From an optimization exercise on the open Yosys and OpenROAD flow, aimed at small area, a short achievable clock period and few clock cycles; shortcuts taken in it are not production practice. In this exercise RTL edits were held to simulation tests only and were not proved equivalent to the original.

==> run.sh <==
#!/bin/bash
# synth_recipe.tcl (not shown) runs the flow's synth.tcl, then flattens the netlist and writes it again
# the make line also repeats each setting of config.mk as NAME=value (left out here)
make -C /OpenROAD-flow-scripts/flow DESIGN_CONFIG=/design/flow/config.mk WORK_HOME=/design/flow/orfs CLKGATE_MAP_FILE= SYNTH_SCRIPT=/design/flow/synth_recipe.tcl finish
==> config.mk <==
export PLATFORM = sky130hd
export DESIGN_NAME = angle_step
export DESIGN_NICKNAME = angle_step
export VERILOG_FILES = /design/flow/design.v
export SDC_FILE = /design/flow/constraint.sdc
export NUM_CORES = 4
export LEC_CHECK = 0
export CAP_MARGIN = 20
export CORE_MARGIN = 2
export CORE_UTILIZATION = 40
export PLACE_DENSITY = 0.6
export SLEW_MARGIN = 20
==> constraint.sdc <==
create_clock -name core_clock -period 14.0 [get_ports {clk}]
set_input_delay 2.8000 -clock core_clock [delete_from_list [all_inputs] [get_ports {clk}]]
set_output_delay 2.8000 -clock core_clock [all_outputs]
set_load 0.01 [all_outputs]
==> design.v <==
module angle_step (
    input  wire        clk,
    input  wire        rst,         
    input  wire        cfg_we,
    input  wire [4:0]  cfg_k,
    input  wire        s_valid,
    output wire        s_ready,
    input  wire [63:0] s_time,      
    input  wire [63:0] s_pos,       
    output wire        r_valid,
    input  wire        r_ready,
    output wire [31:0] r_angle,     
    output wire [63:0] r_time,      
    output wire [31:0] late_cnt,
    output wire [31:0] ovs_cnt,
    output wire        idle
);
    localparam [63:0] LATE_TICKS = 64'd24_000_000;   
    localparam [63:0] MIN_GAP    = 64'd12_000;       
    localparam [1:0] S_IDLE = 2'd0,
                     S_LOOP = 2'd1,
                     S_FIN  = 2'd2,
                     S_RUN  = 2'd3;
    reg [1:0]   state;
    reg [4:0]   k;
    reg         have_prev;
    reg         hw_valid;
    reg         last_valid;
    reg         out_v;
    reg         lead;               
    reg [5:0]   cnt;                
    reg [63:0]  t_b, p_b;           
    reg [64:0]  nxt;                
    reg [63:0]  dq;                 
    reg [63:0]  x;                  
    reg [63:0]  d;                  
    reg [63:0]  qb;
    reg [63:0]  ra, rb;
    reg [63:0]  tc;                 
    reg [63:0]  last_tc;            
    reg [31:0]  ang;
    reg [31:0]  late_r, ovs_r;
    wire [4:0]  sh   = 5'd0 - k;                        
    wire [64:0] unit = 65'd1 << sh;                     
    wire [64:0] pb_x  = {p_b[63], p_b};
    wire [64:0] first = (pb_x & ~(unit - 65'd1)) + unit;    
    wire        use_n = hw_valid && ($signed(nxt) > $signed(first));
    wire [64:0] start = use_n ? nxt : first;
    wire        act   = $signed(start) <= $signed({s_pos[63], s_pos});
    assign s_ready = (state == S_IDLE) && !cfg_we;
    wire accept = s_valid && s_ready;
    wire        b    = dq[63];
    wire [66:0] ua   = {2'b0, ra, 1'b0} + (b ? {3'b0, x} : 67'd0);
    wire [66:0] ua1  = ua - {3'b0, d};
    wire [66:0] ua2  = ua - {2'b0, d, 1'b0};
    wire [66:0] ub   = {2'b0, rb, 1'b0} + (b ? {2'b0, unit} : 67'd0);
    wire [66:0] ub1  = ub - {3'b0, d};
    wire [66:0] ub2  = ub - {2'b0, d, 1'b0};
    wire        ca2  = !ua2[66], ca1 = !ua1[66];
    wire        cb2  = !ub2[66], cb1 = !ub1[66];
    wire        ca_lo = ca1 && !ca2, cb_lo = cb1 && !cb2;
    wire [62:0] dq_hi = dq[62:0] + {62'd0, ca2};
    wire [63:0] qb_hi = qb + {63'd0, cb2};
    wire        skip16 = lead && (dq[63:48] == 16'd0);
    wire        skip4  = lead && (dq[63:60] == 4'd0);
    wire        fin  = (state == S_FIN);
    wire [63:0] yadd = fin ? {1'b0, d[63:1]} : rb;
    wire [63:0] zadd = fin ? dq : qb;
    wire [64:0] ur   = {1'b0, ra} + {1'b0, yadd};
    wire [64:0] ur1  = ur - {1'b0, d};
    wire        cr   = !ur1[64];
    wire [63:0] tc_n = tc + zadd + {63'd0, cr};
    wire [64:0] nxt_n   = nxt + unit;
    wire        last_st = $signed(nxt_n) > $signed(pb_x);
    wire        is_late = (t_b - tc) > LATE_TICKS;
    wire        is_ovs  = last_valid && ((tc - last_tc) < MIN_GAP);
    wire        can_go  = !out_v || r_ready;
    assign idle     = (state == S_IDLE) && !out_v;
    assign r_valid  = out_v;
    assign r_angle  = ang;
    assign r_time   = last_tc;
    assign late_cnt = late_r;
    assign ovs_cnt  = ovs_r;
    always @(posedge clk) begin
        if (rst) begin
            state      <= S_IDLE;
            k          <= 5'd10;
            have_prev  <= 1'b0;
            hw_valid   <= 1'b0;
            last_valid <= 1'b0;
            out_v      <= 1'b0;
            late_r     <= 32'd0;
            ovs_r      <= 32'd0;
        end else begin
            if (out_v && r_ready)
                out_v <= 1'b0;
            case (state)
            S_IDLE: begin
                if (cfg_we) begin
                    if (cfg_k >= 5'd6 && cfg_k <= 5'd16)
                        k <= cfg_k;
                    hw_valid   <= 1'b0;
                    last_valid <= 1'b0;
                end else if (accept) begin
                    if (!have_prev || s_time > t_b) begin
                        have_prev <= 1'b1;
                        t_b       <= s_time;
                        p_b       <= s_pos;
                    end
                    if (have_prev && s_time > t_b && act) begin
                        dq    <= s_time - t_b;
                        d     <= s_pos - p_b;
                        x     <= start[63:0] - p_b;
                        tc    <= t_b;
                        nxt   <= start;
                        ra    <= 64'd0;
                        rb    <= 64'd0;
                        qb    <= 64'd0;
                        cnt   <= 6'd0;
                        lead  <= 1'b1;
                        state <= S_LOOP;
                    end
                end
            end
            S_LOOP: begin
                if (skip16) begin
                    dq  <= {dq[47:0], 16'd0};
                    cnt <= cnt + 6'd16;
                end else if (skip4) begin
                    dq  <= {dq[59:0], 4'd0};
                    cnt <= cnt + 6'd4;
                end else begin
                    ra  <= ca2 ? ua2[63:0] : ca1 ? ua1[63:0] : ua[63:0];
                    rb  <= cb2 ? ub2[63:0] : cb1 ? ub1[63:0] : ub[63:0];
                    dq  <= {dq_hi, ca_lo};
                    qb  <= {qb_hi[62:0], cb_lo};
                    if (b)
                        lead <= 1'b0;
                    cnt <= cnt + 6'd1;
                    if (cnt == 6'd63)
                        state <= S_FIN;
                end
            end
            S_FIN: begin
                ra    <= cr ? ur1[63:0] : ur[63:0];
                tc    <= tc_n;
                state <= S_RUN;
            end
            S_RUN: begin
                if (can_go) begin
                    hw_valid <= 1'b1;
                    if (is_late) begin
                        if (late_r != 32'hFFFF_FFFF)
                            late_r <= late_r + 32'd1;
                    end else if (is_ovs) begin
                        if (ovs_r != 32'hFFFF_FFFF)
                            ovs_r <= ovs_r + 32'd1;
                    end else begin
                        out_v      <= 1'b1;
                        last_valid <= 1'b1;
                        last_tc    <= tc;
                        ang        <= nxt[31:0];
                    end
                    nxt <= nxt_n;
                    ra  <= cr ? ur1[63:0] : ur[63:0];
                    tc  <= tc_n;
                    if (last_st)
                        state <= S_IDLE;
                end
            end
            endcase
        end
    end
endmodule
==> results_dict.tcl <==
set metrics [dict create \
    outcome "complete, no violations" \
    critPathMaxFanout 18 \
    antenna_left 0 \
    r2r-start "k[4]$_SDFFE_PP0P_" \
    synth-edff-count 744 \
    min_period_ns 13.33 \
    synth_cells 11610 \
    critical_path_class "register to register" \
    crit_top_cell "nand2_1" \
    finalNetCount 13020 \
    hold_path.startpoint "ovs_r[18]$_SDFFE_PP0P_" \
    drv_cap 0 \
    die_area_mm2 0.2401 \
    vias 92020 \
    cts_buffers 109 \
    hold_viol_final 0 \
    final_common_cell "a21oi_1" \
    slowest_stage "dfxtp_1" \
    async_flop_share_pct 0 \
    largest_reg_flops 65 \
    start_util_pct 40.21 \
    slew_violations 0 \
    num_rows 178 \
    worstMarginPinSlew_ns 1.250 \
    drtIter0Drc 9618 \
    syn_avg_cell_area_um2 8.139 \
    hold_class "register to register" \
    powerDensity_mw_per_mm2 65.30 \
    placed_cell_area_mm2 0.1011 \
    cts_resized 0 \
    startpoint_type "register" \
    clk_root_buffer_cell "clkbuf_16" \
    grt_pass1_wl_um 568100 \
    fmax_ghz 0.07503 \
    setup_violations 0 \
    post_cts.repair.setup_buffers 0 \
    required_ns 14.51 \
    power.total_w 0.006859 \
    rrSetupSlack_ns 0.67 \
    final_cell_mix "1222 x a21oi_1, 1105 x ha_1, 997 x nor2_1" \
    finalCritPeriodShare_pct 95.20 \
    syn_to_final_growth_pct 11.18 \
    finalSetupTns_ns 0 \
    fillerInstances 23280 \
    routedWlPerCell_um 26.09 \
    r2r_cells 41 \
    fin_area_mm2 0.1050 \
    io_pins 301 \
    path_clk_slew_ns 0.06 \
    first_global_vias 86200 \
    hold_path_depth 2 \
    die_x_um 490 \
    die_y_um 490 \
    clock_skew_ns 0.07761 \
    postCtsHoldBufs 0 \
    ys_types 101 \
    leakagePower_nw 44.16 \
    whs_endpoint "ovs_r[18]$_SDFFE_PP0P_" \
    synth_seq_cells 819 \
    drive_gt1_share_pct 5.113 \
    antenna_found_initial 41 \
    vias_per_cell 6.129 \
    clock_sinks 819 \
    arrival_ns 13.84 \
    drt-total-wl_um 391800 \
    cts_tree "built" \
    dpl.hpwl_um 321800 \
    grt-ovfl-total 0 \
    dr.pass1.iters 6 \
    grt_max_degree 89 \
    end_kind "register" \
    worstSkewPairLatency_ns 0.83 \
    rsz0062_at_grt "false" \
    r2r-end "x[62]$_DFFE_PP_" \
    ys_seq_area_share_pct 25.24 \
    core_mm2 0.2350 \
    cpPeakStageDelay_ns 0.70 \
    top_register "nxt" \
    drc 0 \
    htreeDepth 3 \
    synth_nets 12870 \
    ys_warn_count 1 \
    ys.flop_type "edfxtp_1" \
    vdd_ir_drop_max_mv 0.1056 \
    holdWs_ns 0.4975 \
    io_buffers 300 \
    relSlewSlack_pct 15.96 \
    clockBufferDepth 3 \
    place_congestion 1.039 \
    synthesis.area_mm2 0.09448 \
    grt.total_usage_pct 31.09 \
]
[report_power, final]
group          switching (W)  internal [W]  total (W)
clock                0.00129       0.00182    0.00311
combinational       0.000643      0.000383    0.00103
sequential         0.0000268       0.00269    0.00272
[critical path, delay by kind of cell (launching register included)]
kind | cells | cell delay [ns]
buffers and inverters | 1 | 0.55
DFF | 1 | 0.70
adders and majority gates | 3 | 1.19
and+or+nand+nor | 13 | 2.97
xor gates and xnor gates | 2 | 0.28
AOI/OAI and AO/OA | 22 | 7.31
[synthesized netlist by cell type (21+ instances only)]
| cell | count | area share, % |
|---|---|---|
| nor3_1 | 189 | 1.0 |
| and2_1 | 134 | 0.89 |
| nand4_1 | 207 | 1.4 |
| buf_1 | 31 | 0.12 |
| o31a_1 | 23 | 0.21 |
| or3_1 | 84 | 0.56 |
| ha_1 | 1109 | 15 |
| nand2_1 | 931 | 3.7 |
| o211ai_1 | 83 | 0.66 |
| a21boi_0 | 27 | 0.21 |
| xor2_1 | 386 | 3.6 |
| and4_1 | 32 | 0.30 |
| a21oi_1 | 1222 | 6.5 |
| a31oi_1 | 99 | 0.66 |
| nor2_1 | 1002 | 4.0 |
| or4_1 | 34 | 0.27 |
| a221oi_1 | 36 | 0.33 |
| edfxtp_1 | 744 | 24 |
| nor4_1 | 67 | 0.44 |
| o221ai_1 | 22 | 0.20 |
| a2111oi_0 | 28 | 0.26 |
| mux2_2 | 184 | 2.2 |
| dfxtp_1 | 75 | 1.6 |
| o31ai_1 | 66 | 0.52 |
| nor2b_1 | 160 | 1.1 |
| a21o_1 | 527 | 4.2 |
| a211o_1 | 40 | 0.37 |
| a31o_2 | 26 | 0.24 |
| xnor2_1 | 596 | 5.5 |
| inv_1 | 675 | 2.7 |
| o21a_1 | 151 | 1.2 |
| nand2b_1 | 181 | 1.2 |
| a41oi_1 | 21 | 0.19 |
| nand3_1 | 313 | 1.7 |
| and3_1 | 179 | 1.2 |
| clkbuf_1 | 323 | 1.3 |
| a211oi_1 | 108 | 0.86 |
| mux2i_1 | 92 | 0.97 |
| or2_2 | 32 | 0.21 |
| o21bai_1 | 127 | 1.0 |
| o21ai_0 | 803 | 4.3 |
| o22ai_1 | 96 | 0.64 |
[metrics by stage]
step / cells / util [%] / setup slack (ns)
2_1_floorplan: 11610 / - / 1.070
3_3_place_gp: 14790 / 43.01 / 0.8562
3_5_place_dp: 14790 / 43.01 / 0.8408
4_1_cts: 15000 / 44.68 / 0.7510
5_1_grt: 15010 / 44.70 / 0.07209
6_report: 15020 / 44.70 / 0.6718
[cells by family after synthesis]
kind of cell    count (synthesis)  share of synthesized area [%]
compound gates               3737                          24.78
xor+xnor                      982                          9.103
fa+ha+maj                    1124                          15.00
buf+inv                      1050                          4.214
flops                         819                          25.24
mux                           276                          3.168
simple gates                 3620                          18.49
[cell type report]
class	instances	area [um2]	share of cell area, %
antenna	14	35.03	0.03335
clock inverter	74	935.9	0.8910
sequential	819	23840	22.70
multi-input combinational	9739	66900	63.69
clock buffer	134	2978	2.835
inverter	678	2551	2.429
tap	3150	3941	3.752
timing repair buffer	407	3857	3.672
[worst max path at each step]
stage / startpoint / endpoint / slack (ns) / cells after the start
CTS: k[0]$_SDFFE_PP0P_ / nxt[58]$_DFFE_PP_ / 0.75 / 50
global placement: k[0]$_SDFFE_PP0P_ / nxt[58]$_DFFE_PP_ / 0.86 / 50
finish: k[4]$_SDFFE_PP0P_ / x[62]$_DFFE_PP_ / 0.67 / 41
floorplan: k[2]$_SDFFE_PP0P_ / qb[0]$_SDFFCE_PN0P_ / 1.07 / 42
detailed placement: k[0]$_SDFFE_PP0P_ / nxt[54]$_DFFE_PP_ / 0.84 / 50
global route: k[4]$_SDFFE_PP0P_ / x[62]$_DFFE_PP_ / 0.07 / 48
[layer usage]
| metal | share of wire (%) | track usage, % | vias up |
|---|---|---|---|
| met2 | 44 | 48.47 | 3891 |
| li1 | - | - | 43200 |
| met4 | 6.2 | 17.22 | 8 |
| met3 | 7.7 | 4.465 | 753 |
| met1 | 42 | 41.23 | 44170 |
| met5 | 0.014 | 0 | - |
Testbench counts, summed over its fixed seeds: cycles 108,193.

==> re-timing with driven ports <==
The results above use ideal ports. As a check the final layout listed here was re-extracted and re-timed, cells and wires unchanged.
Step 1 assumes that a clkbuf_16 drives the clock port and a buf_2 every other input.
Step 2 adds t to the input delays and takes it off the output delays; t is the mean of the earliest and latest rising clock arrival at the registers after step 1. Input paths then give back, and output paths get back, about the clock's delay inside the block.
Three values: ideal, step 1, step 2; two values: the first two.
t (ns): 0.899
slack for setup (ns): 0.672 / 0.672 / 0.672
worst register clock-pin slew, ns: 0.07 / 0.07
worst slew at a driven data input, ns: 0.38
After both steps setup and hold are still met in this run. The setup slack of this run moves by 0.000 ns with the drivers and by 0.000 ns with both steps.
